From an optimization exercise on the open Yosys and OpenROAD flow, aimed at small area, a short achievable clock period and few clock cycles per item; shortcuts taken in it are not production practice. Where RTL was checked, it was by simulation tests only, not by an equivalence proof against the original. The RTL of runs 3 to 5 was laid out without a check of its function.

### design/flow/flow/run.sh
#!/bin/bash
# The standard layout, with the smallest buffer on the ports.
set -euo pipefail
bash standard.sh BUFFER_PORTS_ARGS="-buffer_cell sky130_fd_sc_hd__buf_1" finish > standard.log 2>&1
### design/flow/standard.sh
#!/bin/bash
# synth_recipe.tcl (not shown) runs the flow's synth.tcl, then flattens the netlist and writes it again
# the make line also repeats each setting of config.mk as NAME=value (left out here)
make -C /OpenROAD-flow-scripts/flow DESIGN_CONFIG=/design/flow/config.mk WORK_HOME=/design/flow/orfs CLKGATE_MAP_FILE= SYNTH_SCRIPT=/design/flow/synth_recipe.tcl "${@:-finish}"
### design/flow/config.mk
export PLATFORM = sky130hd
export DESIGN_NAME = aes128_enc
export DESIGN_NICKNAME = aes128_enc
export VERILOG_FILES = /design/flow/design.v
export SDC_FILE = /design/flow/constraint.sdc
export NUM_CORES = 8
export LEC_CHECK = 0
export CAP_MARGIN = 20
export CORE_MARGIN = 2
export CORE_UTILIZATION = 70
export CTS_BUF_LIST = sky130_fd_sc_hd__clkbuf_8
export CTS_CLUSTER_DIAMETER = 60
export CTS_CLUSTER_SIZE = 16
export SETUP_SLACK_MARGIN = 2.7
export SLEW_MARGIN = 20
export SYNTH_HIERARCHICAL = 1
### design/flow/constraint.sdc
create_clock -name core_clock -period 10.0 [get_ports {clk}]
set_input_delay 2.0000 -clock core_clock [delete_from_list [all_inputs] [get_ports {clk}]]
set_output_delay 2.0000 -clock core_clock [all_outputs]
set_load 0.01 [all_outputs]
### design/flow/design.v
module g_xor2 (input wire a, input wire b, output wire y);
    assign y = a ^ b;
endmodule
module g_xnor2 (input wire a, input wire b, output wire y);
    assign y = ~(a ^ b);
endmodule
module g_nand2 (input wire a, input wire b, output wire y);
    assign y = ~(a & b);
endmodule
module g_and2 (input wire a, input wire b, output wire y);
    assign y = a & b;
endmodule
module g_muxh (input wire s, input wire a, input wire b, output wire y);
    assign y = s ? b : ~a;
endmodule
module aes_sbox (
    input  wire [7:0] a,
    output wire [7:0] y
);
    wire U0 = a[7], U1 = a[6], U2 = a[5], U3 = a[4];
    wire U4 = a[3], U5 = a[2], U6 = a[1], U7 = a[0];
    wire T1, T2, T3, T4, T5, T6, T7, T8, T9, T10, T11, T12, T13, T14, T15, T16, T17, T18, T19, T20, T21, T22, T23, T24, T25, T26, T27, M1, M2, M3, M4, M5, M6, M7, M8, M9, M10, M11, M12, M13, M14, M15, M16, M17, M18, M19, M20, M21, M22, M23, M24, M25, M26, M27, M28, M29, M30, M31, M32, M33, M34, M35, M36, M37, M38, M39, M40, M41, M42, M43, M44, M45, M46, M47, M48, M49, M50, M51, M52, M53, M54, M55, M56, M57, M58, M59, M60, M61, M62, M63, L0, L1, L2, L3, L4, L5, L6, L7, L8, L9, L10, L11, L12, L13, L14, L15, L16, L17, L18, L19, L20, L21, L22, L23, L24, L25, L26, L27, L28, L29, S0, S1, S2, S3, S4, S5, S6, S7;
    g_xor2 g_T1 (.a(U0), .b(U3), .y(T1));
    g_xor2 g_T2 (.a(U0), .b(U5), .y(T2));
    g_xor2 g_T3 (.a(U0), .b(U6), .y(T3));
    g_xor2 g_T4 (.a(U3), .b(U5), .y(T4));
    g_xor2 g_T5 (.a(U4), .b(U6), .y(T5));
    g_xor2 g_T6 (.a(T1), .b(T5), .y(T6));
    g_xor2 g_T7 (.a(U1), .b(U2), .y(T7));
    g_xor2 g_T8 (.a(U7), .b(T6), .y(T8));
    g_xor2 g_T9 (.a(U7), .b(T7), .y(T9));
    g_xor2 g_T10 (.a(T6), .b(T7), .y(T10));
    g_xor2 g_T11 (.a(U1), .b(U5), .y(T11));
    g_xor2 g_T12 (.a(U2), .b(U5), .y(T12));
    g_xor2 g_T13 (.a(T3), .b(T4), .y(T13));
    g_xor2 g_T14 (.a(T6), .b(T11), .y(T14));
    g_xor2 g_T15 (.a(T5), .b(T11), .y(T15));
    g_xor2 g_T16 (.a(T5), .b(T12), .y(T16));
    g_xor2 g_T17 (.a(T9), .b(T16), .y(T17));
    g_xor2 g_T18 (.a(U3), .b(U7), .y(T18));
    g_xor2 g_T19 (.a(T7), .b(T18), .y(T19));
    g_xor2 g_T20 (.a(T1), .b(T19), .y(T20));
    g_xor2 g_T21 (.a(U6), .b(U7), .y(T21));
    g_xor2 g_T22 (.a(T7), .b(T21), .y(T22));
    g_xor2 g_T23 (.a(T2), .b(T22), .y(T23));
    g_xor2 g_T24 (.a(T2), .b(T10), .y(T24));
    g_xor2 g_T25 (.a(T20), .b(T17), .y(T25));
    g_xor2 g_T26 (.a(T3), .b(T16), .y(T26));
    g_xor2 g_T27 (.a(T1), .b(T12), .y(T27));
    g_nand2 g_M1 (.a(T13), .b(T6), .y(M1));
    g_nand2 g_M2 (.a(T23), .b(T8), .y(M2));
    g_xnor2 g_M3 (.a(T14), .b(M1), .y(M3));
    g_nand2 g_M4 (.a(T19), .b(U7), .y(M4));
    g_xor2 g_M5 (.a(M4), .b(M1), .y(M5));
    g_nand2 g_M6 (.a(T3), .b(T16), .y(M6));
    g_nand2 g_M7 (.a(T22), .b(T9), .y(M7));
    g_xnor2 g_M8 (.a(T26), .b(M6), .y(M8));
    g_nand2 g_M9 (.a(T20), .b(T17), .y(M9));
    g_xor2 g_M10 (.a(M9), .b(M6), .y(M10));
    g_nand2 g_M11 (.a(T1), .b(T15), .y(M11));
    g_nand2 g_M12 (.a(T4), .b(T27), .y(M12));
    g_xor2 g_M13 (.a(M12), .b(M11), .y(M13));
    g_nand2 g_M14 (.a(T2), .b(T10), .y(M14));
    g_xor2 g_M15 (.a(M14), .b(M11), .y(M15));
    g_xnor2 g_M16 (.a(M3), .b(M2), .y(M16));
    g_xor2 g_M17 (.a(M5), .b(T24), .y(M17));
    g_xnor2 g_M18 (.a(M8), .b(M7), .y(M18));
    g_xor2 g_M19 (.a(M10), .b(M15), .y(M19));
    g_xor2 g_M20 (.a(M16), .b(M13), .y(M20));
    g_xor2 g_M21 (.a(M17), .b(M15), .y(M21));
    g_xor2 g_M22 (.a(M18), .b(M13), .y(M22));
    g_xor2 g_M23 (.a(M19), .b(T25), .y(M23));
    g_xor2 g_M24 (.a(M22), .b(M23), .y(M24));
    g_nand2 g_M25 (.a(M22), .b(M20), .y(M25));
    g_xnor2 g_M26 (.a(M21), .b(M25), .y(M26));
    g_xor2 g_M27 (.a(M20), .b(M21), .y(M27));
    g_xnor2 g_M28 (.a(M23), .b(M25), .y(M28));
    g_nand2 g_M29 (.a(M28), .b(M27), .y(M29));
    g_nand2 g_M30 (.a(M26), .b(M24), .y(M30));
    g_and2 g_M31 (.a(M20), .b(M23), .y(M31));
    g_nand2 g_M32 (.a(M27), .b(M31), .y(M32));
    g_xnor2 g_M33 (.a(M27), .b(M25), .y(M33));
    g_and2 g_M34 (.a(M21), .b(M22), .y(M34));
    g_nand2 g_M35 (.a(M24), .b(M34), .y(M35));
    g_xnor2 g_M36 (.a(M24), .b(M25), .y(M36));
    g_xnor2 g_M37 (.a(M21), .b(M29), .y(M37));
    g_xnor2 g_M38 (.a(M32), .b(M33), .y(M38));
    g_xnor2 g_M39 (.a(M23), .b(M30), .y(M39));
    g_xnor2 g_M40 (.a(M35), .b(M36), .y(M40));
    g_xor2 g_M41 (.a(M38), .b(M40), .y(M41));
    g_xor2 g_M42 (.a(M37), .b(M39), .y(M42));
    g_xor2 g_M43 (.a(M37), .b(M38), .y(M43));
    g_xor2 g_M44 (.a(M39), .b(M40), .y(M44));
    g_xor2 g_M45 (.a(M42), .b(M41), .y(M45));
    g_nand2 g_M46 (.a(M44), .b(T6), .y(M46));
    g_nand2 g_M47 (.a(M40), .b(T8), .y(M47));
    g_nand2 g_M48 (.a(M39), .b(U7), .y(M48));
    g_nand2 g_M49 (.a(M43), .b(T16), .y(M49));
    g_nand2 g_M50 (.a(M38), .b(T9), .y(M50));
    g_nand2 g_M51 (.a(M37), .b(T17), .y(M51));
    g_nand2 g_M52 (.a(M42), .b(T15), .y(M52));
    g_nand2 g_M53 (.a(M45), .b(T27), .y(M53));
    g_nand2 g_M54 (.a(M41), .b(T10), .y(M54));
    g_nand2 g_M55 (.a(M44), .b(T13), .y(M55));
    g_nand2 g_M56 (.a(M40), .b(T23), .y(M56));
    g_nand2 g_M57 (.a(M39), .b(T19), .y(M57));
    g_nand2 g_M58 (.a(M43), .b(T3), .y(M58));
    g_nand2 g_M59 (.a(M38), .b(T22), .y(M59));
    g_nand2 g_M60 (.a(M37), .b(T20), .y(M60));
    g_nand2 g_M61 (.a(M42), .b(T1), .y(M61));
    g_nand2 g_M62 (.a(M45), .b(T4), .y(M62));
    g_nand2 g_M63 (.a(M41), .b(T2), .y(M63));
    g_xor2 g_L0 (.a(M61), .b(M62), .y(L0));
    g_xor2 g_L1 (.a(M50), .b(M56), .y(L1));
    g_xor2 g_L2 (.a(M46), .b(M48), .y(L2));
    g_xor2 g_L3 (.a(M47), .b(M55), .y(L3));
    g_xor2 g_L4 (.a(M54), .b(M58), .y(L4));
    g_xor2 g_L5 (.a(M49), .b(M61), .y(L5));
    g_xnor2 g_L6 (.a(M62), .b(L5), .y(L6));
    g_xnor2 g_L7 (.a(M46), .b(L3), .y(L7));
    g_xor2 g_L8 (.a(M51), .b(M59), .y(L8));
    g_xor2 g_L9 (.a(M52), .b(M53), .y(L9));
    g_xnor2 g_L10 (.a(M53), .b(L4), .y(L10));
    g_xnor2 g_L11 (.a(M60), .b(L2), .y(L11));
    g_xor2 g_L12 (.a(M48), .b(M51), .y(L12));
    g_xnor2 g_L13 (.a(M50), .b(L0), .y(L13));
    g_xor2 g_L14 (.a(M52), .b(M61), .y(L14));
    g_xnor2 g_L15 (.a(M55), .b(L1), .y(L15));
    g_xnor2 g_L16 (.a(M56), .b(L0), .y(L16));
    g_xnor2 g_L17 (.a(M57), .b(L1), .y(L17));
    g_xnor2 g_L18 (.a(M58), .b(L8), .y(L18));
    g_xnor2 g_L19 (.a(M63), .b(L4), .y(L19));
    g_xor2 g_L20 (.a(L0), .b(L1), .y(L20));
    g_xor2 g_L21 (.a(L1), .b(L7), .y(L21));
    g_xor2 g_L22 (.a(L3), .b(L12), .y(L22));
    g_xor2 g_L23 (.a(L18), .b(L2), .y(L23));
    g_xor2 g_L24 (.a(L15), .b(L9), .y(L24));
    g_xor2 g_L25 (.a(L6), .b(L10), .y(L25));
    g_xor2 g_L26 (.a(L7), .b(L9), .y(L26));
    g_xor2 g_L27 (.a(L8), .b(L10), .y(L27));
    g_xor2 g_L28 (.a(L11), .b(L14), .y(L28));
    g_xor2 g_L29 (.a(L11), .b(L17), .y(L29));
    g_xor2 g_S0 (.a(L6), .b(L24), .y(S0));
    g_xnor2 g_S1 (.a(L16), .b(L26), .y(S1));
    g_xnor2 g_S2 (.a(L19), .b(L28), .y(S2));
    g_xor2 g_S3 (.a(L6), .b(L21), .y(S3));
    g_xor2 g_S4 (.a(L20), .b(L22), .y(S4));
    g_xor2 g_S5 (.a(L25), .b(L29), .y(S5));
    g_xnor2 g_S6 (.a(L13), .b(L27), .y(S6));
    g_xnor2 g_S7 (.a(L6), .b(L23), .y(S7));
    assign y = {S0, S1, S2, S3, S4, S5, S6, S7};
endmodule
module aes_mixcol_n (
    input  wire [31:0] c,
    output wire [31:0] mn
);
    wire [7:0] b [0:3];
    assign b[0] = c[31:24];
    assign b[1] = c[23:16];
    assign b[2] = c[15:8];
    assign b[3] = c[7:0];
    wire [7:0] p [0:3];
    wire [7:0] x [0:3];
    wire [7:0] q [0:3];
    genvar i, j;
    generate
        for (i = 0; i < 4; i = i + 1) begin : g_b
            for (j = 0; j < 8; j = j + 1) begin : g_p
                g_xor2 u_p (.a(b[i][j]), .b(b[(i + 1) % 4][j]), .y(p[i][j]));
            end
            assign x[i][0] = p[i][7];
            g_xor2 u_x1 (.a(p[i][0]), .b(p[i][7]), .y(x[i][1]));
            assign x[i][2] = p[i][1];
            g_xor2 u_x3 (.a(p[i][2]), .b(p[i][7]), .y(x[i][3]));
            g_xor2 u_x4 (.a(p[i][3]), .b(p[i][7]), .y(x[i][4]));
            assign x[i][7:5] = p[i][6:4];
            for (j = 0; j < 8; j = j + 1) begin : g_q
                g_xor2 u_q (.a(b[(i + 1) % 4][j]), .b(p[(i + 2) % 4][j]), .y(q[i][j]));
                g_xnor2 u_m (.a(x[i][j]), .b(q[i][j]), .y(mn[31 - 8 * i - 7 + j]));
            end
        end
    endgenerate
endmodule
module aes128_enc (
    input  wire         clk,
    input  wire         rst,       
    input  wire         start,
    input  wire [127:0] key,
    input  wire [127:0] block,
    output reg          done,
    output wire [127:0] result
);
    reg [127:0] state;
    reg [127:0] kregn;
    reg [3:0]   cnt;      
    reg         idle;
    reg [7:0] rc;
    always @* begin
        if (idle)
            rc = 8'h01;
        else
            case (cnt)
                4'd1: rc = 8'h02;
                4'd2: rc = 8'h04;
                4'd3: rc = 8'h08;
                4'd4: rc = 8'h10;
                4'd5: rc = 8'h20;
                4'd6: rc = 8'h40;
                4'd7: rc = 8'h80;
                4'd8: rc = 8'h1b;
                default: rc = 8'h36;
            endcase
    end
    wire [127:0] sr;
    genvar i, c, r;
    generate
        for (c = 0; c < 4; c = c + 1) begin : g_col
            for (r = 0; r < 4; r = r + 1) begin : g_row
                assign sr[127-8*(r+4*c) -: 8] = state[127-8*(r+4*((c+r)%4)) -: 8];
            end
        end
    endgenerate
    wire [127:0] mcn;
    generate
        for (c = 0; c < 4; c = c + 1) begin : g_mc
            aes_mixcol_n u_mc (.c(sr[127-32*c -: 32]), .mn(mcn[127-32*c -: 32]));
        end
    endgenerate
    wire [127:0] din, kin, sbin, nstate;
    generate
        for (i = 0; i < 128; i = i + 1) begin : g_ark
            g_muxh u_d (.s(idle), .a(mcn[i]), .b(block[i]), .y(din[i]));
            g_muxh u_k (.s(idle), .a(kregn[i]), .b(key[i]), .y(kin[i]));
            g_xor2 u_x (.a(din[i]), .b(kin[i]), .y(sbin[i]));
        end
        for (i = 0; i < 16; i = i + 1) begin : g_sub
            aes_sbox u_sb (.a(sbin[127-8*i -: 8]), .y(nstate[127-8*i -: 8]));
        end
    endgenerate
    wire [31:0] w0 = kin[127:96], w1 = kin[95:64], w2 = kin[63:32], w3 = kin[31:0];
    wire [31:0] sub;
    aes_sbox ks0 (.a(w3[23:16]), .y(sub[31:24]));
    aes_sbox ks1 (.a(w3[15:8]),  .y(sub[23:16]));
    aes_sbox ks2 (.a(w3[7:0]),   .y(sub[15:8]));
    aes_sbox ks3 (.a(w3[31:24]), .y(sub[7:0]));
    wire [31:0] w0r;
    wire [31:0] a01, a012, a0123, n0n, n1n, n2n, n3n;
    assign w0r[23:0] = w0[23:0];
    generate
        for (i = 0; i < 8; i = i + 1) begin : g_rc
            g_xor2 u_rc (.a(w0[24+i]), .b(rc[i]), .y(w0r[24+i]));
        end
        for (i = 0; i < 32; i = i + 1) begin : g_ks
            g_xor2  u_a01 (.a(w0r[i]), .b(w1[i]), .y(a01[i]));
            g_xor2  u_a012 (.a(a01[i]), .b(w2[i]), .y(a012[i]));
            g_xor2  u_a0123 (.a(a012[i]), .b(w3[i]), .y(a0123[i]));
            g_xnor2 u_n0 (.a(w0r[i]), .b(sub[i]), .y(n0n[i]));
            g_xnor2 u_n1 (.a(a01[i]), .b(sub[i]), .y(n1n[i]));
            g_xnor2 u_n2 (.a(a012[i]), .b(sub[i]), .y(n2n[i]));
            g_xnor2 u_n3 (.a(a0123[i]), .b(sub[i]), .y(n3n[i]));
        end
    endgenerate
    generate
        for (i = 0; i < 128; i = i + 1) begin : g_out
            g_xnor2 u_o (.a(sr[i]), .b(kregn[i]), .y(result[i]));
        end
    endgenerate
    always @(posedge clk) begin
        state <= nstate;
        kregn <= {n0n, n1n, n2n, n3n};
    end
    always @(posedge clk) begin
        if (rst) begin
            cnt  <= 4'd0;
            idle <= 1'b1;
            done <= 1'b0;
        end else begin
            done <= !idle && cnt == 4'd9;
            if (start && idle) begin
                cnt  <= 4'd1;
                idle <= 1'b0;
            end else if (!idle) begin
                cnt <= cnt + 4'd1;
                if (cnt == 4'd9)
                    idle <= 1'b1;
            end
        end
    end
endmodule
==> key figures, run 1 <==
Clock network
  • Clk latency of the worst-skew pair: about 0.65 ns
  • Cts hold-fix bufs: 0
  • Worst-path clk slew: 0.09 ns
  • Root Buffer Master: clkbuf_8
  • H-Tree Depth: 2
  • CTS buffer count: 34
  • Sink Count: 262
  • Largest buffer count on any clock path: 3
  • TritonCTS clock tree: done

Setup path
  • CP delay by family, top: XOR/XNOR gates
  • CP bufs+invs: 1
  • Largest stage delay, worst path: between 0.7 and 0.8 ns
  • Setup CP Type: primary input to flip-flop
  • Arrival @ worst endpoint: 7.49 ns
  • Worst-path fanout max: 5
  • Worst r2r src: idle
  • Most frequent CP cell: xor2_1
  • CP required: 10.49 ns
  • Crit-path slowest cell: xor2_1
  • Crit-path cells: buf_1 > nand2_1 > o21ai_1 > xor2_2 > xor2_2 > xor2_1 > nand2_1 > xor2_2 > xor2_1 > xor2_2 > xor2_1 > nand2_1 > xnor2_2 > xor2_1 > xor2_1 > nand2_2 > xor2_2 > xor2_1 > xor2_1 > xnor2_1
  • CP startpoint: key[23]
  • Endpoint class of the critical path: flip-flop
  • Crit start category: primary input

STA
  • Worst Tran Pin Value: about 1.1 ns
  • Final setup viols: 0
  • Max Fclk: roughly 140 MHz
  • Slew HR: between 20 and 25%
  • Setup_tns: 0 ns
  • Slew Viols, Final: 0
  • Period utilization: approximately 70%
  • RSZ-0062 raised after global routing: true
  • Clk_skew: 0.0622 ns
  • Period minus WS final: around 7.0 ns
  • Final hold violations: 0

Placed design
  • Post-DP Area: roughly 39000 um2
  • DP Wirelength: ~99 mm
  • Port Buf Inserts: approximately 390
  • GPL Wtd Cong: about 1.1

Logic synthesis
  • Simple-Gate Fraction of Synth Area: about 10%
  • Area fraction in compound gates after synthesis: approximately 3.7%
  • Largest family of logic cells by synthesized area: XOR/XNOR gates
  • Synth Area in Adders: less than 1%
  • Avg Cell Area, Syn: roughly 8.1 um2
  • Post-synthesis async set-or-reset flop share: 0%
  • Mapped Area: between 30000 and 40000 um2
  • Synth Area in XOR/XNOR: 67.8%
  • Ys flop type: dfxtp_1
  • FF+latch count, synth: approximately 260
  • Mapped Cells: 4457
  • EDFF count, synth: 0
  • Mapped Nets: 4722
  • Yosys warnings: 8
  • Yosys cell types: 25
  • Mux share of post-synthesis cell area: less than 1%
  • Register area share after synthesis: 14.5%

Finish
  • Layout Area Growth over Synthesis: 11.2%
  • Nets@finish: 4996
  • Fillers: 3887
  • Layout cells sized above 1: ~7.4%
  • Final instance area: approximately 40000 um2

Die
  • Die Span X: between 200 and 250 um
  • Num ports: approximately 390
  • Core area: around 51000 um2
  • Die area: 53500 um2
  • Initial Util: 70.6%
  • Rows: 83
  • Die height: between 200 and 250 um

Global route
  • First-pass GRT wire length: 171 mm
  • Total gr overflow: 0
  • Largest net degree at the start of global routing: 140
  • Initial antenna violation count: 1
  • Vias in the first global route: around 29k
  • GRT Overall Usage: a little over two fifths

Run
  • Max cap viols: 0

Routing
  • Final WL: approximately 120 mm
  • DRT Pass-1 Iters: 6
  • Wirelength per Cell: roughly 21 um
  • Vias/cell: roughly 5.5
  • DRT iter0 DRCs: 2433
  • Via Count: around 30k
  • Post-route ant nets: 0
  • Residual DRC: 0

Worst hold path
  • Worst hold start: cnt[0]
  • Hold crit path type: flip-flop to flip-flop

Status
  • Status: timing/DRC/antenna clean
## routing by layer
metal	vias to the layer above	part of all wire, %	track usage, %
met5	-	0	0
met3	341	8.5	7.04
met2	1432	45	68.1
li1	14000	-	-
met4	0	6.6	24.6
met1	14100	40	53.7
## cell usage in the layout, fill, tap and decap left out, types with 9 or more instances in the layout
cell type  Yosys  final
xor2_1      1896   1726
nand2_1      899    882
xnor2_1      904    814
buf_1          0    387
dfxtp_1      262    261
o21ai_1      256    254
xor2_2         0    170
xnor2_2        0     79
and2_1        41     41
clkbuf_8       0     37
nand2_2        0     17
xnor2_4        0     11
buf_4        160      9
## cell type report
cell class	count	area (um2)	area share, %
Multi-Input combinational cell	4030	31800	79.1
Sequential cell	262	5250	13.1
Timing Repair Buffer	399	1570	3.91
Tap cell	680	851	2.12
Clock buffer	37	509	1.27
Clock inverter	24	200	0.498
Inverter	4	15.0	0.0373
Antenna cell	1	2.50	0.00622
## per-module statistics from Yosys (local to each module, per instance), excerpt
module      times used  area, um2  flops+latches
aes128_enc           1       5530            262
g_xnor2            904       8.76              0
g_nand2            640       3.75              0
g_xor2            1896       8.76              0
g_muxh             256       8.76              0
aes_sbox            20       60.1              0
g_and2              40       6.26              0
## worst register-to-register path, cell delays in order, from the launching register on
cell	delay (ns)
dfxtp_4	0.73
buf_4	0.61
nand2_1	0.10
o21ai_1	0.44
xor2_2	0.40
xor2_2	0.35
xor2_1	0.38
nand2_1	0.16
xor2_2	0.21
xor2_1	0.26
xor2_2	0.32
xor2_1	0.30
nand2_1	0.16
xnor2_2	0.30
xor2_1	0.31
xor2_1	0.24
nand2_2	0.15
xor2_2	0.26
xor2_1	0.20
xor2_1	0.72
xnor2_1	0.13
## cell usage after synthesis, drive strengths merged (2+ instances only)
cell	number	area, um2
xor2	1896	16600
xnor2	904	7920
nand2	899	3370
dfxtp	262	5250
o21ai	258	1290
buf	161	1210
and2	41	257
nor2	8	32.5
a21oi	6	30.0
ha	6	75.1
inv	4	15.0
nand2b	2	15.0
nand3b	2	15.0
## through the flow
stage	util [%]	cells	setup WS [ns]	hold WS, ns
global placement	76.9	5374	2.55	0.519
floorplan	-	4457	2.20	0.487
detailed placement	76.9	5374	2.48	0.533
finish	78.5	5437	3.00	0.539
global route	78.5	5436	2.68	0.569
CTS	78.3	5435	2.95	0.533
## kinds of logic (layout without fill, tap and decap cells)
group,count (synthesis),in the layout
AO/OA/AOI/OAI,267,267
XOR/XNOR,2800,2800
adder cells (fa/ha/maj),6,6
buffers and inverters,165,464
flip-flops,262,262
multiplexers,1,1
other,0,1
AND/OR/NAND/NOR,956,956
## sequential cells by signal, indices dropped and copies added (netlist names)
| signal | flops |
|---|---|
| done | 1 |
| idle | 1 |
| kregn | 128 |
| cnt | 4 |
| state | 128 |
## what timing repair did
item	in CTS	in global routing
hold endpoints to repair	0	0
setup endpoints to repair	0	95
setup buffers	0	1
resized for setup	0	10
## path summary, 6_finish.rpt
check | end | slack, ns | cells after the start
setup / recovery | kregn[27] | 3.00 | 20
hold / removal | cnt[3] | 0.54 | 2
setup reg to reg | kregn[27] | 3.11 | 20
hold reg to reg | cnt[3] | 0.54 | 2
Testbench counts, summed over its fixed seeds: cycles 5,128, blocks 512.
==> run 2, diff against run 1 <==
==> design/flow/flow/run.sh (replaced) <==
#!/bin/bash
# The standard layout, with the smallest buffer on the ports and timing
# repair by sizing only.
set -euo pipefail
bash standard.sh BUFFER_PORTS_ARGS="-buffer_cell sky130_fd_sc_hd__buf_1" SETUP_MOVE_SEQUENCE="unbuffer,sizeup,swap" finish > standard.log 2>&1
--- a/design/flow/config.mk
+++ b/design/flow/config.mk
@@ -11,6 +11,6 @@
 export CTS_BUF_LIST = sky130_fd_sc_hd__clkbuf_8
 export CTS_CLUSTER_DIAMETER = 60
 export CTS_CLUSTER_SIZE = 16
-export SETUP_SLACK_MARGIN = 2.7
+export SETUP_SLACK_MARGIN = 3.0
 export SLEW_MARGIN = 20
 export SYNTH_HIERARCHICAL = 1
==> run 2 against run 1 <==
Against the previous run: largest cell class unchanged; die area unchanged; highest routed layer unchanged; first-iteration DRC count rose by 2.2%; cell count barely moved; critical path type is now flip-flop to flip-flop.
==> key figures, run 2 <==
Setup path
  • Setup CP Type: flip-flop to flip-flop
  • Worst Reg-to-Reg Cells: 20 (unchanged)
  • Worst r2r src: idle
  • Worst-path fanout max: 80 (+75)
  • Crit-path cells: clkbuf_8 > nand2_1 > o21ai_1 > xor2_1 > xor2_2 > xor2_1 > xor2_1 > nand2_1 > xor2_1 > xor2_1 > xor2_2 > xor2_1 > nand2_1 > xnor2_2 > xor2_1 > nand2_1 > xor2_1 > xnor2_2 > xor2_1 > xor2_1
  • Crit start category: flip-flop
  • Crit Reg-Reg Endpoint: state[50]
  • Most frequent CP cell: xor2_1
  • Crit-path slowest cell: dfxtp_4
  • Largest stage delay, worst path: 0.97 ns (+0.25 ns)
  • CP startpoint: idle
  • Endpoint class of the critical path: flip-flop
  • CP required: 10.52 ns (+0.03 ns)
  • Arrival @ worst endpoint: 7.33 ns (-0.16 ns)
  • CP delay by family, top: XOR/XNOR gates
  • CP bufs+invs: 1 (unchanged)
  • Setup slack, reg-to-reg: 3.19 ns (+0.08 ns)

Logic synthesis
  • Yosys warnings: 8 (unchanged)
  • Yosys cell types: 25 (unchanged)
  • Avg Cell Area, Syn: 8.11 um2 (unchanged)
  • Post-synth top area share: 45.9% (unchanged)
  • Synth top cells by count: 1896 x xor2_1, 904 x xnor2_1, 899 x nand2_1
  • Mapped Area: 36100 um2 (unchanged)
  • Top-count cell post-synth: xor2_1
  • Post-synth top area cell: xor2_1
  • Mapped Cells: 4457 (unchanged)
  • EDFF count, synth: 0 (unchanged)
  • Register area share after synthesis: 14.5% (unchanged)
  • Mapped Nets: 4722 (unchanged)
  • Largest cells by area after synthesis: xor2_1 46%, xnor2_1 22%, dfxtp_1 15%
  • FF+latch count, synth: 262 (unchanged)
  • Ys flop type: dfxtp_1
  • Post-synthesis async set-or-reset flop share: 0% (unchanged)

Die
  • Num ports: 388 (unchanged)
  • Initial Util: 70.6% (unchanged)
  • Rows: 83 (unchanged)
  • Die height: 231 um (unchanged)
  • Core area: 51200 um2 (unchanged)
  • Die area: 53500 um2 (unchanged)
  • Die Span X: 231 um (unchanged)

Placed design
  • GPL Wtd Cong: 1.05 (unchanged)
  • DP Wirelength: 98.8 mm (unchanged)
  • Port Buf Inserts: 387 (unchanged)

Clock network
  • Sink Count: 262 (unchanged)
  • CTS buffer count: 34 (unchanged)
  • H-Tree Depth: 2 (unchanged)
  • Post-CTS setup buffer count: 0 (unchanged)
  • TritonCTS clock tree: done
  • Clk latency of the worst-skew pair: 0.66 ns (about the same)
  • Worst-path clk slew: 0.09 ns (about the same)
  • Largest buffer count on any clock path: 3 (unchanged)
  • Cts hold-fix bufs: 0 (unchanged)
  • Root Buffer Master: clkbuf_8

Global route
  • Initial antenna violation count: 1 (unchanged)
  • Total gr overflow: 0 (unchanged)
  • First-pass GRT wire length: 171 mm (about the same)
  • Vias in the first global route: 29.3k (-0.0034%)
  • Largest net degree at the start of global routing: 140 (unchanged)
  • GRT Overall Usage: 42.4% (about the same)

Worst hold path
  • Worst hold start: cnt[0]
  • Worst hold endpoint: cnt[3]
  • Hold crit path type: flip-flop to flip-flop
  • Hold Path Stages: 2 (unchanged)

Finish
  • Most common cell after layout, fill and taps aside: xor2_1
  • Largest regs: kregn: 128 flops, state: 128 flops, cnt: 4 flops
  • Commonest cells after routing, fill and taps aside: 1675 x xor2_1, 882 x nand2_1, 805 x xnor2_1, 387 x buf_1, 261 x dfxtp_1
  • Nets@finish: 4995 (-0.020%)
  • Final core occ: 79.7% (+1.2 points)
  • Antenna cell count: 0 (-1)
  • Layout cells sized above 1: 8.96% (+1.6 points)
  • Layout Area Growth over Synthesis: 12.9%

STA
  • Slew Viols, Final: 0 (unchanged)
  • Final setup viols: 0 (unchanged)
  • Period utilization: 68.1% (-1.9 points)
  • Worst Tran Pin Value: 1.02 ns (-0.103 ns)
  • Clk_skew: 0.0676 ns (+0.00544 ns)
  • Final hold violations: 0 (unchanged)
  • Slew HR: 31.6% (+6.7 points)
  • Setup_tns: 0 ns (unchanged)
  • Max Fclk: 147 MHz (+2.8%)
  • Period minus WS final: 6.81 ns (-0.190 ns)
  • RSZ-0062 raised after global routing: true

Status
  • Status: timing/DRC/antenna clean

Run
  • Max cap viols: 0 (unchanged)

Routing
  • Wirelength per Cell: 21.6 um (+0.74%)
  • Vias/cell: 5.51 (about the same)
  • Post-route ant nets: 0 (unchanged)
  • DRT iter0 DRCs: 2486 (+2.2%)
  • Final WL: 118 mm (+0.71%)
  • Via Count: 29.9k (+0.040%)
  • DRT Pass-1 Iters: 5 (-1)
  • Residual DRC: 0 (unchanged)
[run 2: layer usage]
layer / global-route usage [%] / part of all wire [%]
met5: 0 / 0
met2: 68.1 / 45
met1: 53.7 / 40
met4: 24.6 / 6.7
met3: 7.04 / 8.7
[run 2: logic make-up after synthesis]
kind of cell / Yosys count / synth area share, %
AO/OA/AOI/OAI: 267 / 3.72
XOR/XNOR: 2800 / 67.8
adder cells (fa/ha/maj): 6 / 0.208
buffers and inverters: 165 / 3.40
flip-flops: 262 / 14.5
multiplexers: 1 / 0.0277
AND/OR/NAND/NOR: 956 / 10.3
[run 2: worst reg2reg max path, delay by kind of cell (launching register included)]
family | cells | cell delay (ns)
buffers and inverters | 1 | 0.53
AND/OR/NAND/NOR | 4 | 0.58
XOR/XNOR | 14 | 4.31
flip-flops | 1 | 0.97
AO/OA/AOI/OAI | 1 | 0.29
[run 2: how the worst max path moves through the flow]
| stage | endpoint | slack, ns | cells after the start |
|---|---|---|---|
| 3_5_place_dp | kregn[25] | 2.48 | 20 |
| 5_1_grt | kregn[26] | 2.76 | 20 |
| 2_1_floorplan | state[10] | 2.20 | 19 |
| 6_report | state[50] | 3.19 | 20 |
| 3_3_place_gp | kregn[58] | 2.55 | 20 |
| 4_1_cts | kregn[20] | 3.01 | 19 |
[run 2: final cells by class]
class,instances,area (um2)
multi-input combinational,4030,32400
fill,3747,10400
sequential,262,5250
timing repair buffer,398,1590
tap,680,851
clock buffer,37,509
clock inverter,24,200
inverter,4,15.0
[run 2: Yosys stat by module, one instance, submodules excluded, excerpt]
module | copies in the design | cell area (um2) | cells inside
g_nand2 | 640 | 3.75 | 1
g_and2 | 40 | 6.26 | 1
g_xnor2 | 904 | 8.76 | 1
aes128_enc | 1 | 5530 | 305
aes_sbox | 20 | 60.1 | 8
g_xor2 | 1896 | 8.76 | 1
g_muxh | 256 | 8.76 | 2
[run 2: repair_timing]
item / 4_1_cts / 5_1_grt
resized for setup: 1 / 102
endpoints found under the setup margin: 4 / 220
pin swaps: 0 / 5
[run 2: metrics by stage]
stage / hold WS, ns / setup WS (ns) / cells / instance area (um2)
3_5_place_dp: 0.533 / 2.48 / 5374 / 39400
2_1_floorplan: 0.487 / 2.20 / 4457 / 38200
5_1_grt: 0.569 / 2.76 / 5435 / 40800
6_report: 0.538 / 3.19 / 5435 / 40800
4_1_cts: 0.533 / 3.01 / 5435 / 40100
3_3_place_gp: 0.519 / 2.55 / 5374 / 39400
==> run 3, diff against run 2 <==
--- a/design/flow/design.v
+++ b/design/flow/design.v
@@ -252,12 +252,12 @@
         end
         for (i = 0; i < 32; i = i + 1) begin : g_ks
             g_xor2  u_a01 (.a(w0r[i]), .b(w1[i]), .y(a01[i]));
-            g_xor2  u_a012 (.a(a01[i]), .b(w2[i]), .y(a012[i]));
-            g_xor2  u_a0123 (.a(a012[i]), .b(w3[i]), .y(a0123[i]));
+            g_xor2  u_a23 (.a(w2[i]), .b(w3[i]), .y(a0123[i]));
+            assign a012[i] = 1'b0;
             g_xnor2 u_n0 (.a(w0r[i]), .b(sub[i]), .y(n0n[i]));
             g_xnor2 u_n1 (.a(a01[i]), .b(sub[i]), .y(n1n[i]));
-            g_xnor2 u_n2 (.a(a012[i]), .b(sub[i]), .y(n2n[i]));
-            g_xnor2 u_n3 (.a(a0123[i]), .b(sub[i]), .y(n3n[i]));
+            g_xor2  u_n2 (.a(w2[i]), .b(n1n[i]), .y(n2n[i]));
+            g_xor2  u_n3 (.a(a0123[i]), .b(n1n[i]), .y(n3n[i]));
         end
     endgenerate
     generate
==> design/flow/flow/run.sh (replaced) <==
#!/bin/bash
# The standard layout, with the smallest buffer on the ports.
set -euo pipefail
bash standard.sh BUFFER_PORTS_ARGS="-buffer_cell sky130_fd_sc_hd__buf_1" finish > standard.log 2>&1
==> run 3 against run 2 <==
Against the previous run: fmax is 0.60% higher; setup slack better by 0.041 ns; critical path depth stayed put; global-route usage is 0.12 points higher; first-iteration DRC count is 11% higher; synthesized area is 0.78% lower; critical endpoint is now state[66].
==> key figures, run 3 <==
STA
  • Worst Tran Pin Value: 1.07 ns (+0.0552 ns)
  • Period minus WS final: 6.77 ns (-0.0407 ns)
  • Slew Viols, Final: 0 (unchanged)
  • Final hold violations: 0 (unchanged)
  • Slew HR: 27.9% (-3.7 points)
  • Final WS setup: 3.23 ns (+0.0407 ns)
  • Fin Hold WS: 0.573 ns (+0.0357 ns)
  • Setup_tns: 0 ns (unchanged)
  • Max Fclk: 148 MHz (+0.60%)
  • Final setup viols: 0 (unchanged)
  • Clk_skew: 0.0407 ns (-0.0269 ns)
  • RSZ-0062 raised after global routing: true
  • Period utilization: 67.7% (-0.41 points)

Logic synthesis
  • Yosys warnings: 8 (unchanged)
  • Ys flop type: dfxtp_1
  • Post-synth top area share: 47.1% (+1.1 points)
  • Avg Cell Area, Syn: 8.11 um2 (about the same)
  • Top-count cell post-synth: xor2_1
  • Mapped Area: 35900 um2 (-0.78%)
  • Register area share after synthesis: 14.6% (+0.11 points)
  • Mapped Cells: 4425 (-0.72%)
  • FF+latch count, synth: 262 (unchanged)
  • Largest cells by area after synthesis: xor2_1 47%, xnor2_1 21%, dfxtp_1 15%
  • Post-synthesis async set-or-reset flop share: 0% (unchanged)
  • Mapped Nets: 4690 (-0.68%)
  • Synth top cells by count: 1928 x xor2_1, 899 x nand2_1, 840 x xnor2_1
  • Yosys cell types: 25 (unchanged)
  • Post-synth top area cell: xor2_1
  • EDFF count, synth: 0 (unchanged)

Routing
  • DRT Pass-1 Iters: 7 (+2)
  • DRT iter0 DRCs: 2760 (+11%)
  • Residual DRC: 0 (unchanged)
  • Vias/cell: 5.59 (+1.5%)
  • Final WL: 118 mm (+0.54%)
  • Wirelength per Cell: 21.9 um (+1.4%)
  • Via Count: 30.1k (+0.61%)
  • Post-route ant nets: 0 (unchanged)

Die
  • Die area: 53100 um2 (-0.76%)
  • Die Span X: 230 um (-0.38%)
  • Rows: 82 (-1.2%)
  • Core area: 50400 um2 (-1.6%)
  • Num ports: 388 (unchanged)
  • Initial Util: 71.2% (+0.60 points)
  • Die height: 230 um (-0.38%)

Global route
  • Vias in the first global route: 29.6k (+1.0%)
  • First-pass GRT wire length: 173 mm (+0.77%)
  • Initial antenna violation count: 2 (+1)
  • Largest net degree at the start of global routing: 155 (+11%)
  • GRT Overall Usage: 42.5% (+0.12 points)
  • Total gr overflow: 0 (unchanged)

Setup path
  • CP bufs+invs: 1 (unchanged)
  • Arrival @ worst endpoint: 7.40 ns (+0.07 ns)
  • Setup CP Type: primary input to flip-flop
  • CP delay by family, top: XOR/XNOR gates
  • Endpoint class of the critical path: flip-flop
  • Most frequent CP cell: xor2_1
  • Crit Reg-Reg Endpoint: state[115]
  • CP startpoint: key[64]
  • WP depth: 20 (unchanged)
  • Largest stage delay, worst path: 0.65 ns (-0.32 ns)
  • Setup slack, reg-to-reg: 3.26 ns (+0.07 ns)
  • Crit start category: primary input
  • Worst-path fanout max: 6 (-93%)
  • Setup crit end: state[66]
  • Worst r2r src: state[7]
  • Crit-path slowest cell: xor2_1
  • Crit-path cells: buf_1 > nand2_1 > o21ai_1 > xor2_1 > xor2_1 > xor2_1 > xor2_1 > nand2_1 > xor2_1 > xor2_1 > xor2_1 > xor2_1 > nand2_1 > xnor2_1 > xor2_1 > nand2_1 > xor2_1 > xnor2_1 > xor2_1 > xor2_1
  • CP required: 10.63 ns (+0.11 ns)
  • Worst Reg-to-Reg Cells: 21 (+5.0%)

Finish
  • Layout Area Growth over Synthesis: 13.1%
  • Sequential cell area: 5250 um2 (about the same)
  • Final instance area: 40600 um2 (-0.59%)
  • Layout cells sized above 1: 8.55% (-0.41 points)
  • Fillers: 3484 (-7.0%)
  • Nets@finish: 4958 (-0.74%)
  • Largest regs: kregn: 128 flops, state: 128 flops, cnt: 4 flops
  • Final core occ: 80.5% (+0.82 points)
  • Non-filler instance count after layout: 5388 (-0.86%)
  • Multi-input logic area: 32200 um2 (-0.70%)
  • Most common cell after layout, fill and taps aside: xor2_1
  • Commonest cells after routing, fill and taps aside: 1748 x xor2_1, 884 x nand2_1, 717 x xnor2_1, 387 x buf_1, 260 x dfxtp_1

Placed design
  • GPL Wtd Cong: 1.13 (+7.4%)
  • DP Wirelength: 98.4 mm (-0.49%)
  • Port Buf Inserts: 387 (unchanged)
  • Post-DP Area: 39300 um2 (-0.30%)
  • Placed instance count: 5329 (-0.84%)
  • Place WS: 2.29 ns (-0.183 ns)

Clock network
  • Root Buffer Master: clkbuf_8
  • Largest buffer count on any clock path: 3 (unchanged)
  • TritonCTS clock tree: done
  • CTS buffer count: 30 (-12%)
  • Worst-path clk slew: 0.11 ns (+0.02 ns)
  • Sink Count: 262 (unchanged)
  • H-Tree Depth: 1 (-1)
  • Clk latency of the worst-skew pair: 0.70 ns (+0.04 ns)

Worst hold path
  • Hold crit path type: flip-flop to flip-flop
  • Hold Path Stages: 2 (unchanged)

Status
  • Status: timing/DRC/antenna clean

Run
  • Max cap viols: 0 (unchanged)
[run 3: changes by cell type in the layout (fill, tap and decap cells not counted), moves of 3 or more]
cell,change
xor2_4,-7
clkinvlp_4,-4
xor2_1,+73
xor2_2,-34
inv_1,-4
clkbuf_8,-6
xnor2_4,+24
clkinv_4,+3
xnor2_1,-88
[run 3: what timing repair did]
item / in CTS / in global routing
setup endpoints to repair: 0 / 170
hold buffers: 0 / 0
buffers inserted: 0 / 3
resized for setup: 0 / 81
[run 3: worst min path at each step]
stage | end | startpoint
after detailed placement | cnt[3] | cnt[0]
after CTS | cnt[3] | cnt[0]
after floorplan | cnt[3] | cnt[0]
after global placement | cnt[3] | cnt[0]
after global routing | cnt[3] | cnt[0]
final | cnt[3] | cnt[0]
[run 3: cells by family after synthesis]
family          Yosys count  synth area share, %
buf+inv                 165                 3.42
compound gates          267                 3.75
mux                       1               0.0279
xor+xnor               2768                 67.6
fa+ha+maj                 6                0.209
simple gates            956                 10.4
flops                   262                 14.6
[run 3: cell type report]
type                    count  share of cell area, %
multi-input cells        3998                   79.3
flip-flops and latches    262                   12.9
repair buffers            397                   3.95
well taps                 672                   2.07
clock buffers              35                   1.19
clock inverters            19                  0.503
inverters                   4                 0.0370
diodes                      1                0.00617
[run 3: worst reg2reg max path, cell delays in order, from the launching register on]
cell and delay (ns):
dfxtp_1 0.56, xor2_1 0.58, xor2_1 0.26, xnor2_1 0.15, o21ai_1 0.41, xor2_1 0.51, xor2_2 0.39, xor2_2 0.34
xor2_1 0.33, nand2_1 0.14, xor2_2 0.21, xor2_1 0.25, xor2_2 0.33, xor2_1 0.33, nand2_1 0.15, xnor2_2 0.31
xor2_1 0.32, xor2_1 0.24, nand2_2 0.15, xor2_2 0.30, xor2_1 0.21, xor2_1 0.20
[run 3: per-layer routing]
metal,track usage [%],share of wire (%),vias up
li1,-,-,13900
met1,54.6,39,14200
met2,67.6,45,1681
met3,6.39,9.2,360
met4,25.5,6.7,0
met5,0,0,-
[run 3: modules after synthesis, one instance, submodules excluded, excerpt]
| module | cells inside | copies in the design |
|---|---|---|
| aes128_enc | 305 | 1 |
| g_and2 | 1 | 40 |
| g_xnor2 | 1 | 840 |
| g_nand2 | 1 | 640 |
| aes_sbox | 8 | 20 |
| g_xor2 | 1 | 1928 |
==> run 4, diff against run 3 <==
--- a/design/flow/design.v
+++ b/design/flow/design.v
@@ -251,13 +251,13 @@
             g_xor2 u_rc (.a(w0[24+i]), .b(rc[i]), .y(w0r[24+i]));
         end
         for (i = 0; i < 32; i = i + 1) begin : g_ks
-            g_xor2  u_a01 (.a(w0r[i]), .b(w1[i]), .y(a01[i]));
-            g_xor2  u_a23 (.a(w2[i]), .b(w3[i]), .y(a0123[i]));
+            assign a01[i] = 1'b0;
             assign a012[i] = 1'b0;
+            assign a0123[i] = 1'b0;
             g_xnor2 u_n0 (.a(w0r[i]), .b(sub[i]), .y(n0n[i]));
-            g_xnor2 u_n1 (.a(a01[i]), .b(sub[i]), .y(n1n[i]));
+            g_xor2  u_n1 (.a(w1[i]), .b(n0n[i]), .y(n1n[i]));
             g_xor2  u_n2 (.a(w2[i]), .b(n1n[i]), .y(n2n[i]));
-            g_xor2  u_n3 (.a(a0123[i]), .b(n1n[i]), .y(n3n[i]));
+            g_xor2  u_n3 (.a(w3[i]), .b(n2n[i]), .y(n3n[i]));
         end
     endgenerate
     generate
==> run 4 against run 3 <==
Against the previous run: worst hold slack lost 0.014 ns; sequential share of layout area is 0.10 points higher; wire length is 1.5% lower; synthesized area down 1.6%.
==> key figures, run 4 <==
Logic synthesis
  • EDFF count, synth: 0 (unchanged)
  • Ys flop type: dfxtp_1
  • FF+latch count, synth: 262 (unchanged)
  • Post-synth top area share: 47.0% (about the same)
  • Register area share after synthesis: 14.9% (+0.23 points)
  • Mapped Area: 35300 um2 (-1.6%)
  • Post-synthesis async set-or-reset flop share: 0% (unchanged)
  • Largest cells by area after synthesis: xor2_1 47%, xnor2_1 20%, dfxtp_1 15%
  • Mapped Nets: 4626 (-1.4%)
  • Top-count cell post-synth: xor2_1
  • Yosys cell types: 25 (unchanged)
  • Yosys warnings: 8 (unchanged)
  • Synth top cells by count: 1896 x xor2_1, 899 x nand2_1, 808 x xnor2_1
  • Avg Cell Area, Syn: 8.10 um2 (-0.12%)
  • Mapped Cells: 4361 (-1.4%)
  • Post-synth top area cell: xor2_1

Setup path
  • CP required: 10.59 ns (-0.04 ns)
  • Crit-path cells: buf_1 > nand2_1 > o21ai_1 > buf_4 > xor2_4 > xor2_2 > xor2_2 > nand2_1 > xor2_2 > xor2_1 > xor2_2 > xor2_2 > nand2_1 > xnor2_4 > xor2_1 > nand2_1 > xor2_2 > xnor2_2 > xor2_1 > xor2_1 > xnor2_2 > xor2_1 > xor2_1 > xor2_1
  • Endpoint class of the critical path: flip-flop
  • Setup slack, reg-to-reg: 3.16 ns (-0.10 ns)
  • Worst-path fanout max: 5 (-1)
  • Setup CP Type: primary input to flip-flop
  • Crit-path slowest cell: xor2_1
  • CP bufs+invs: 2 (+1)
  • Arrival @ worst endpoint: 7.50 ns (+0.10 ns)
  • Most frequent CP cell: xor2_1
  • Worst Reg-to-Reg Cells: 21 (unchanged)
  • Worst r2r src: idle
  • Crit Reg-Reg Endpoint: state[66]
  • Crit start category: primary input
  • Largest stage delay, worst path: 0.51 ns (-0.14 ns)
  • CP delay by family, top: XOR/XNOR gates

Global route
  • Vias in the first global route: 28.7k (-3.0%)
  • Largest net degree at the start of global routing: 85 (-45%)
  • Initial antenna violation count: 5 (+3)
  • GRT Overall Usage: 42.4% (-0.11 points)
  • Met3 Use GR: 6.18% (-0.21 points)
  • GR Util met1: 55.3% (+0.70 points)
  • Global-route track usage on met2: 68.4% (+0.80 points)
  • GR peak layer: met2
  • Total gr overflow: 0 (unchanged)
  • First-pass GRT wire length: 170 mm (-1.7%)

Routing
  • Via Count: 29.8k (-1.2%)
  • DRT Pass-1 Iters: 6 (-1)
  • Residual DRC: 0 (unchanged)
  • Final WL: 116 mm (-1.5%)
  • Post-route ant nets: 0 (unchanged)
  • Wirelength per Cell: 21.8 um (-0.89%)
  • DRT iter0 DRCs: 3038 (+10%)
  • Vias/cell: 5.56 (-0.61%)

Placed design
  • GPL Wtd Cong: 1.08 (-4.6%)
  • Port Buf Inserts: 387 (unchanged)
  • DP Wirelength: 97.0 mm (-1.4%)
  • Place WS: 1.91 ns (-0.387 ns)

Finish
  • Layout cells sized above 1: 9.35% (+0.81 points)
  • Most common cell after layout, fill and taps aside: xor2_1
  • Commonest cells after routing, fill and taps aside: 1676 x xor2_1, 889 x nand2_1, 720 x xnor2_1, 387 x buf_1, 261 x dfxtp_1
  • Largest regs: kregn: 128 flops, state: 128 flops, cnt: 4 flops
  • Layout Area Growth over Synthesis: 14.0%
  • Sequential cell area: 5250 um2 (about the same)
  • Nets@finish: 4925 (-0.67%)
  • Final core occ: 80.5% (about the same)
  • Multi-input logic area: 31600 um2 (-1.8%)
  • Fillers: 3579 (+2.7%)

Clock network
  • TritonCTS clock tree: done
  • Cts hold-fix bufs: 0 (unchanged)
  • Sink Count: 262 (unchanged)
  • CTS buffer count: 30 (unchanged)
  • Largest buffer count on any clock path: 3 (unchanged)
  • Clk latency of the worst-skew pair: 0.67 ns (-0.03 ns)
  • Root Buffer Master: clkbuf_8
  • H-Tree Depth: 1 (unchanged)
  • Worst-path clk slew: 0.09 ns (-0.02 ns)

STA
  • RSZ-0062 raised after global routing: true
  • Setup_tns: 0 ns (unchanged)
  • Final WS setup: 3.09 ns (-0.140 ns)
  • Fin Hold WS: 0.559 ns (-0.0141 ns)
  • Period utilization: 69.1% (+1.4 points)
  • Period minus WS final: 6.91 ns (+0.140 ns)
  • Final hold violations: 0 (unchanged)
  • Max Fclk: 145 MHz (-2.0%)
  • Clk_skew: 0.0212 ns (-0.0195 ns)
  • Worst Tran Pin Value: 0.892 ns (-0.183 ns)
  • Final setup viols: 0 (unchanged)
  • Slew Viols, Final: 0 (unchanged)
  • Slew HR: 40.1% (+12 points)

Worst hold path
  • Worst hold start: cnt[0]
  • Hold crit path type: flip-flop to flip-flop
  • Hold Path Stages: 2 (unchanged)
  • Worst hold endpoint: cnt[3]

Die
  • Initial Util: 70.7% (-0.54 points)
  • Die height: 229 um (-0.77%)
  • Die area: 52300 um2 (-1.5%)
  • Rows: 82 (unchanged)
  • Core area: 50000 um2 (-0.81%)
  • Num ports: 388 (unchanged)
  • Die Span X: 229 um (-0.77%)

Status
  • Status: timing/DRC/antenna clean

Run
  • Max cap viols: 0 (unchanged)
==> run 4: tightest hold or removal path, cell delays in order, from the launching register on <==
cell and delay [ns]:
dfxtp_1 0.37, nand4_1 0.09, a21oi_1 0.06
==> run 4: stage by stage <==
step	instance area (um2)	cells
after detailed placement	37800	5279
after global placement	37800	5279
final	40200	5356
after CTS	38800	5336
after floorplan	36600	4361
after global routing	40200	5354
==> run 4: per-layer routing <==
layer	share of wire (%)	up-vias
met5	0.020	-
met4	6.4	4
met3	9.2	329
met2	44	1600
met1	40	14100
li1	-	13700
==> run 4: Yosys stat by module, one instance, submodules excluded, a selection <==
module	cells	copies in the design
g_xnor2	1	808
g_and2	1	40
g_muxh	2	256
aes128_enc	305	1
g_xor2	1	1896
g_nand2	1	640
aes_sbox	8	20
==> run 4: kinds of logic (layout without fill, tap and decap cells) <==
group,Yosys count,count (layout),share of synthesized area (%)
other,0,2,0
AOI/OAI and AO/OA,267,267,3.81
and+or+nand+nor,956,956,10.5
muxes,1,1,0.0284
DFF,262,262,14.9
buffers and inverters,165,486,3.48
adders and majority gates,6,6,0.213
xor gates and xnor gates,2704,2704,67.1
==> run 4: how the worst max path moves through the flow <==
stage | start | endpoint | slack [ns] | depth (start not counted)
4_1_cts | key[15] | kregn[19] | 2.95 | 24
6_report | key[15] | kregn[20] | 3.09 | 24
3_3_place_gp | key[10] | kregn[23] | 2.00 | 22
3_5_place_dp | key[10] | kregn[19] | 1.91 | 23
5_1_grt | key[15] | kregn[20] | 2.89 | 25
2_1_floorplan | idle | kregn[15] | 1.79 | 22
==> run 4: final cells by class <==
class	instances	share of cell area [%]
diodes	2	0.0124
clock buffers	31	1.06
clock inverters	23	0.697
inverters	4	0.0373
multi-input cells	3934	78.5
flip-flops and latches	262	13.0
well taps	672	2.09
repair buffers	428	4.57
==> run 4: repair_timing <==
action / in CTS / in global routing
resized for setup: 41 / 159
endpoints found under the setup margin: 59 / 147
pin swaps: 4 / 21
cloned: 1 / 0
buffers inserted: 2 / 18
==> run 5, diff against run 4 <==
--- a/design/flow/design.v
+++ b/design/flow/design.v
@@ -150,18 +150,25 @@
     g_xnor2 g_S7 (.a(L6), .b(L23), .y(S7));
     assign y = {S0, S1, S2, S3, S4, S5, S6, S7};
 endmodule
-module aes_mixcol_n (
+module aes_mixcol_ark_n (
     input  wire [31:0] c,
-    output wire [31:0] mn
+    input  wire [31:0] kn,
+    output wire [31:0] mkn
 );
     wire [7:0] b [0:3];
+    wire [7:0] k [0:3];
     assign b[0] = c[31:24];
     assign b[1] = c[23:16];
     assign b[2] = c[15:8];
     assign b[3] = c[7:0];
+    assign k[0] = kn[31:24];
+    assign k[1] = kn[23:16];
+    assign k[2] = kn[15:8];
+    assign k[3] = kn[7:0];
     wire [7:0] p [0:3];
     wire [7:0] x [0:3];
-    wire [7:0] q [0:3];
+    wire [7:0] e [0:3];
+    wire [7:0] f [0:3];
     genvar i, j;
     generate
         for (i = 0; i < 4; i = i + 1) begin : g_b
@@ -175,8 +182,9 @@
             g_xor2 u_x4 (.a(p[i][3]), .b(p[i][7]), .y(x[i][4]));
             assign x[i][7:5] = p[i][6:4];
             for (j = 0; j < 8; j = j + 1) begin : g_q
-                g_xor2 u_q (.a(b[(i + 1) % 4][j]), .b(p[(i + 2) % 4][j]), .y(q[i][j]));
-                g_xnor2 u_m (.a(x[i][j]), .b(q[i][j]), .y(mn[31 - 8 * i - 7 + j]));
+                g_xnor2 u_e (.a(b[(i + 1) % 4][j]), .b(k[i][j]), .y(e[i][j]));
+                g_xor2  u_f (.a(e[i][j]), .b(p[(i + 2) % 4][j]), .y(f[i][j]));
+                g_xnor2 u_m (.a(x[i][j]), .b(f[i][j]), .y(mkn[31 - 8 * i - 7 + j]));
             end
         end
     endgenerate
@@ -220,18 +228,19 @@
             end
         end
     endgenerate
-    wire [127:0] mcn;
+    wire [127:0] mkn;
     generate
         for (c = 0; c < 4; c = c + 1) begin : g_mc
-            aes_mixcol_n u_mc (.c(sr[127-32*c -: 32]), .mn(mcn[127-32*c -: 32]));
-        end
-    endgenerate
-    wire [127:0] din, kin, sbin, nstate;
+            aes_mixcol_ark_n u_mc (.c(sr[127-32*c -: 32]), .kn(kregn[127-32*c -: 32]),
+                                   .mkn(mkn[127-32*c -: 32]));
+        end
+    endgenerate
+    wire [127:0] bk, kin, sbin, nstate;
     generate
         for (i = 0; i < 128; i = i + 1) begin : g_ark
-            g_muxh u_d (.s(idle), .a(mcn[i]), .b(block[i]), .y(din[i]));
+            g_xor2 u_bk (.a(block[i]), .b(key[i]), .y(bk[i]));
+            g_muxh u_d (.s(idle), .a(mkn[i]), .b(bk[i]), .y(sbin[i]));
             g_muxh u_k (.s(idle), .a(kregn[i]), .b(key[i]), .y(kin[i]));
-            g_xor2 u_x (.a(din[i]), .b(kin[i]), .y(sbin[i]));
         end
         for (i = 0; i < 16; i = i + 1) begin : g_sub
             aes_sbox u_sb (.a(sbin[127-8*i -: 8]), .y(nstate[127-8*i -: 8]));
@@ -251,13 +260,13 @@
             g_xor2 u_rc (.a(w0[24+i]), .b(rc[i]), .y(w0r[24+i]));
         end
         for (i = 0; i < 32; i = i + 1) begin : g_ks
-            assign a01[i] = 1'b0;
-            assign a012[i] = 1'b0;
-            assign a0123[i] = 1'b0;
+            g_xor2  u_a01 (.a(w0r[i]), .b(w1[i]), .y(a01[i]));
+            g_xor2  u_a012 (.a(a01[i]), .b(w2[i]), .y(a012[i]));
+            g_xor2  u_a0123 (.a(a012[i]), .b(w3[i]), .y(a0123[i]));
             g_xnor2 u_n0 (.a(w0r[i]), .b(sub[i]), .y(n0n[i]));
-            g_xor2  u_n1 (.a(w1[i]), .b(n0n[i]), .y(n1n[i]));
-            g_xor2  u_n2 (.a(w2[i]), .b(n1n[i]), .y(n2n[i]));
-            g_xor2  u_n3 (.a(w3[i]), .b(n2n[i]), .y(n3n[i]));
+            g_xnor2 u_n1 (.a(a01[i]), .b(sub[i]), .y(n1n[i]));
+            g_xnor2 u_n2 (.a(a012[i]), .b(sub[i]), .y(n2n[i]));
+            g_xnor2 u_n3 (.a(a0123[i]), .b(sub[i]), .y(n3n[i]));
         end
     endgenerate
     generate
==> design/flow/config.mk (replaced) <==
export PLATFORM = sky130hd
export DESIGN_NAME = aes128_enc
export DESIGN_NICKNAME = aes128_enc
export VERILOG_FILES = /design/flow/design.v
export SDC_FILE = /design/flow/constraint.sdc
export NUM_CORES = 8
export LEC_CHECK = 0
export CAP_MARGIN = 20
export CORE_MARGIN = 2
export CORE_UTILIZATION = 65
export SETUP_SLACK_MARGIN = 3.0
export SLEW_MARGIN = 20
export SYNTH_HIERARCHICAL = 1
==> run 5 against run 4 <==
Against the previous run: still clean; final area is 4.0% higher; sequential share of layout area fell by 0.50 points; first-iteration DRC count fell by 13%; clock skew up 0.0076 ns.
==> key figures, run 5 <==
Finish
  • Nets@finish: 5126 (+4.1%)
  • Most common cell after layout, fill and taps aside: xor2_1
  • Non-filler instance count after layout: 5640 (+5.3%)
  • Commonest cells after routing, fill and taps aside: 1744 x xor2_1, 921 x xnor2_1, 879 x nand2_1, 387 x buf_1, 261 x dfxtp_1
  • Layout Area Growth over Synthesis: 12.3%
  • Final instance area: 41800 um2 (+4.0%)
  • Layout cells sized above 1: 7.29% (-2.1 points)
  • Fillers: 4543 (+27%)
  • Largest regs: kregn: 128 flops, state: 128 flops, cnt: 4 flops
  • Antenna cell count: 0 (-2)
  • Final core occ: 74.1% (-6.5 points)

STA
  • Final setup viols: 0 (unchanged)
  • Max Fclk: 148 MHz (+2.0%)
  • Slew Viols, Final: 0 (unchanged)
  • Slew HR: 29.7% (-10 points)
  • Setup_tns: 0 ns (unchanged)
  • RSZ-0062 raised after global routing: true
  • Final hold violations: 0 (unchanged)
  • Period minus WS final: 6.78 ns (-0.135 ns)
  • Worst Tran Pin Value: 1.05 ns (+0.155 ns)
  • Period utilization: 67.8% (-1.3 points)
  • Clk_skew: 0.0288 ns (+0.00756 ns)

Setup path
  • Crit-path cells: buf_1 > nand2_1 > o21ai_1 > xor2_2 > xor2_2 > xor2_1 > nand2_1 > xor2_2 > xor2_1 > xor2_2 > xor2_1 > nand2_1 > xnor2_2 > xor2_1 > xor2_1 > nand2_1 > xor2_1 > xor2_1 > xor2_1 > xnor2_1
  • Setup CP Type: primary input to flip-flop
  • CP required: 10.47 ns (-0.12 ns)
  • Crit-path slowest cell: xor2_1
  • CP startpoint: key[9]
  • Worst-path fanout max: 5 (unchanged)
  • Largest stage delay, worst path: 0.52 ns (about the same)
  • Worst Reg-to-Reg Cells: 20 (-4.8%)
  • Endpoint class of the critical path: flip-flop
  • Crit start category: primary input
  • Most frequent CP cell: xor2_1
  • Worst r2r src: state[103]
  • Arrival @ worst endpoint: 7.25 ns (-0.25 ns)

Worst hold path
  • Hold Path Stages: 2 (unchanged)
  • Worst hold start: cnt[0]
  • Hold crit path type: flip-flop to flip-flop

Routing
  • Residual DRC: 0 (unchanged)
  • DRT iter0 DRCs: 2655 (-13%)
  • Post-route ant nets: 0 (unchanged)
  • Final WL: 125 mm (+7.6%)
  • Vias/cell: 5.42 (-2.4%)
  • DRT Pass-1 Iters: 5 (-1)
  • Via Count: 30.6k (+2.7%)
  • Wirelength per Cell: 22.2 um (+2.2%)

Global route
  • Total gr overflow: 0 (unchanged)
  • GRT Overall Usage: 40.6% (-1.8 points)
  • Initial antenna violation count: 1 (-4)
  • Vias in the first global route: 30.0k (+4.3%)
  • First-pass GRT wire length: 182 mm (+7.5%)
  • Largest net degree at the start of global routing: 158 (+86%)

Die
  • Core area: 56500 um2 (+13%)
  • Num ports: 388 (unchanged)
  • Rows: 87 (+6.1%)
  • Die area: 59300 um2 (+13%)
  • Initial Util: 66.0% (-4.7 points)
  • Die Span X: 243 um (+6.5%)
  • Die height: 243 um (+6.5%)

Logic synthesis
  • Largest cells by area after synthesis: xor2_1 45%, xnor2_1 24%, dfxtp_1 14%
  • Mapped Area: 37300 um2 (+5.6%)
  • Avg Cell Area, Syn: 8.13 um2 (+0.40%)
  • Yosys cell types: 25 (unchanged)
  • EDFF count, synth: 0 (unchanged)
  • Post-synthesis async set-or-reset flop share: 0% (unchanged)
  • Yosys warnings: 8 (unchanged)
  • Top-count cell post-synth: xor2_1
  • Post-synth top area share: 44.6% (-2.5 points)
  • Mapped Nets: 4850 (+4.8%)
  • Register area share after synthesis: 14.1% (-0.78 points)
  • Post-synth top area cell: xor2_1
  • Ys flop type: dfxtp_1
  • Synth top cells by count: 1896 x xor2_1, 1032 x xnor2_1, 899 x nand2_1
  • Mapped Cells: 4585 (+5.1%)
  • FF+latch count, synth: 262 (unchanged)

Placed design
  • GPL Wtd Cong: 1.07 (-1.0%)
  • Placed instance count: 5574 (+5.6%)
  • Post-DP Area: 40300 um2 (+6.6%)
  • DP Wirelength: 106 mm (+9.3%)
  • Port Buf Inserts: 387 (unchanged)

Clock network
  • Largest buffer count on any clock path: 3 (unchanged)
  • TritonCTS clock tree: done
  • Worst-path clk slew: 0.06 ns (-0.03 ns)
  • CTS buffer count: 31 (+3.3%)
  • Root Buffer Master: clkbuf_16
  • H-Tree Depth: 1 (unchanged)
  • Clk latency of the worst-skew pair: 0.62 ns (-0.05 ns)
  • Sink Count: 262 (unchanged)

Status
  • Status: timing/DRC/antenna clean

Run
  • Max cap viols: 0 (unchanged)
-- run 5: changes by cell type after synthesis --
cell     before   now
xnor2_1     808  1032
-- run 5: kinds of logic (layout without fill, tap and decap cells) --
group / count (synthesis) / in the layout / synth area share [%]
multiplexers: 1 / 1 / 0.0269
AO/OA/AOI/OAI: 267 / 267 / 3.61
XOR/XNOR: 2928 / 2928 / 68.8
adder cells (fa/ha/maj): 6 / 6 / 0.201
AND/OR/NAND/NOR: 956 / 956 / 9.99
flip-flops: 262 / 262 / 14.1
buffers and inverters: 165 / 464 / 3.29
-- run 5: Yosys stat by module (local to each module, per instance), a selection --
module / flops+latches / area, um2 / copies in the design / cells
g_muxh: 0 / 8.76 / 256 / 2
g_nand2: 0 / 3.75 / 640 / 1
aes_sbox: 0 / 60.1 / 20 / 8
g_and2: 0 / 6.26 / 40 / 1
aes128_enc: 262 / 5530 / 1 / 305
g_xor2: 0 / 8.76 / 1896 / 1
g_xnor2: 0 / 8.76 / 1032 / 1
-- run 5: what timing repair did --
| action | CTS | global route |
|---|---|---|
| setup endpoints to repair | 0 | 132 |
| buffers inserted | 0 | 9 |
| hold buffers | 0 | 0 |
| gates resized for setup | 0 | 47 |
-- run 5: stage by stage --
stage                     hold slack (ns)  worst slack (ns)
after floorplan                     0.487              2.47
after global placement              0.545              2.44
after detailed placement            0.536              2.45
after CTS                           0.550              3.03
after global routing                0.580              2.93
final                               0.554              3.22
-- run 5: layer usage --
metal,GRT usage [%],vias to the layer above,wire [um]
met3,5.09,315,10400
met4,22.6,2,8200
li1,-,14400,-
met2,64.5,1437,55100
met1,53.5,14400,51500
met5,0,-,13
-- run 5: final timing paths --
check,end,slack (ns)
setup / recovery,kregn[55],3.22
hold / removal,cnt[3],0.55
setup reg to reg,state[74],3.37
hold reg to reg,cnt[3],0.55
-- run 5: worst max-delay path: cells and delay by family --
family	cells	cell delay, ns
buf+inv	1	0.15
xor+xnor	14	4.21
simple gates	4	0.53
compound gates	1	0.36
-- run 5: final cells by class --
type	instances	area [um2]	share of cell area, %
tap	756	946	2.26
clock buffer	46	912	2.18
multi-input combinational	4158	32900	78.7
sequential	262	5250	12.5
clock inverter	10	170	0.407
timing repair buffer	404	1620	3.87
inverter	4	15.0	0.0359

## re-timing with driven ports
Ports are ideal in the flow. The routed layouts listed here were re-timed in OpenROAD.
Step 1 sets driving cells, clkbuf_16 on the clock port and buf_2 on the other inputs (assumed; they add their load-dependent delay and slew).
Step 2 moves the port delays by t, midway between the first and last clock arrival at a register: inputs arrive t later, outputs are due t later. That takes back most of the time a late clock gives input paths.
a / b / c = ideal / step 1 / step 2; a / b = the first two.
| run | t (ns) | setup slack, ns | hold WS [ns] | clock arrival spread, ns | slew at the worst register clock pin (ns) |
|---|---|---|---|---|---|
| run 1 | 0.677 | 2.999 / 3.030 / 2.352 | 0.539 / 0.539 / 0.539 | 0.063 / 0.063 | 0.10 / 0.10 |
| run 2 | 0.683 | 3.189 / 3.189 / 2.546 | 0.538 / 0.538 / 0.538 | 0.068 / 0.068 | 0.10 / 0.10 |
| run 3 | 0.734 | 3.230 / 3.262 / 2.528 | 0.573 / 0.573 / 0.573 | 0.045 / 0.044 | 0.11 / 0.11 |
| run 4 | 0.722 | 3.090 / 3.121 / 2.399 | 0.559 / 0.559 / 0.559 | 0.022 / 0.021 | 0.11 / 0.11 |
| run 5 | 0.667 | 3.225 / 3.262 / 2.594 | 0.554 / 0.554 / 0.554 | 0.029 / 0.029 | 0.07 / 0.07 |
After both steps every run listed still meets setup and hold. For run 3, which loses most, drivers alone change the setup slack by +0.032 ns; drivers and shift together by -0.702 ns.
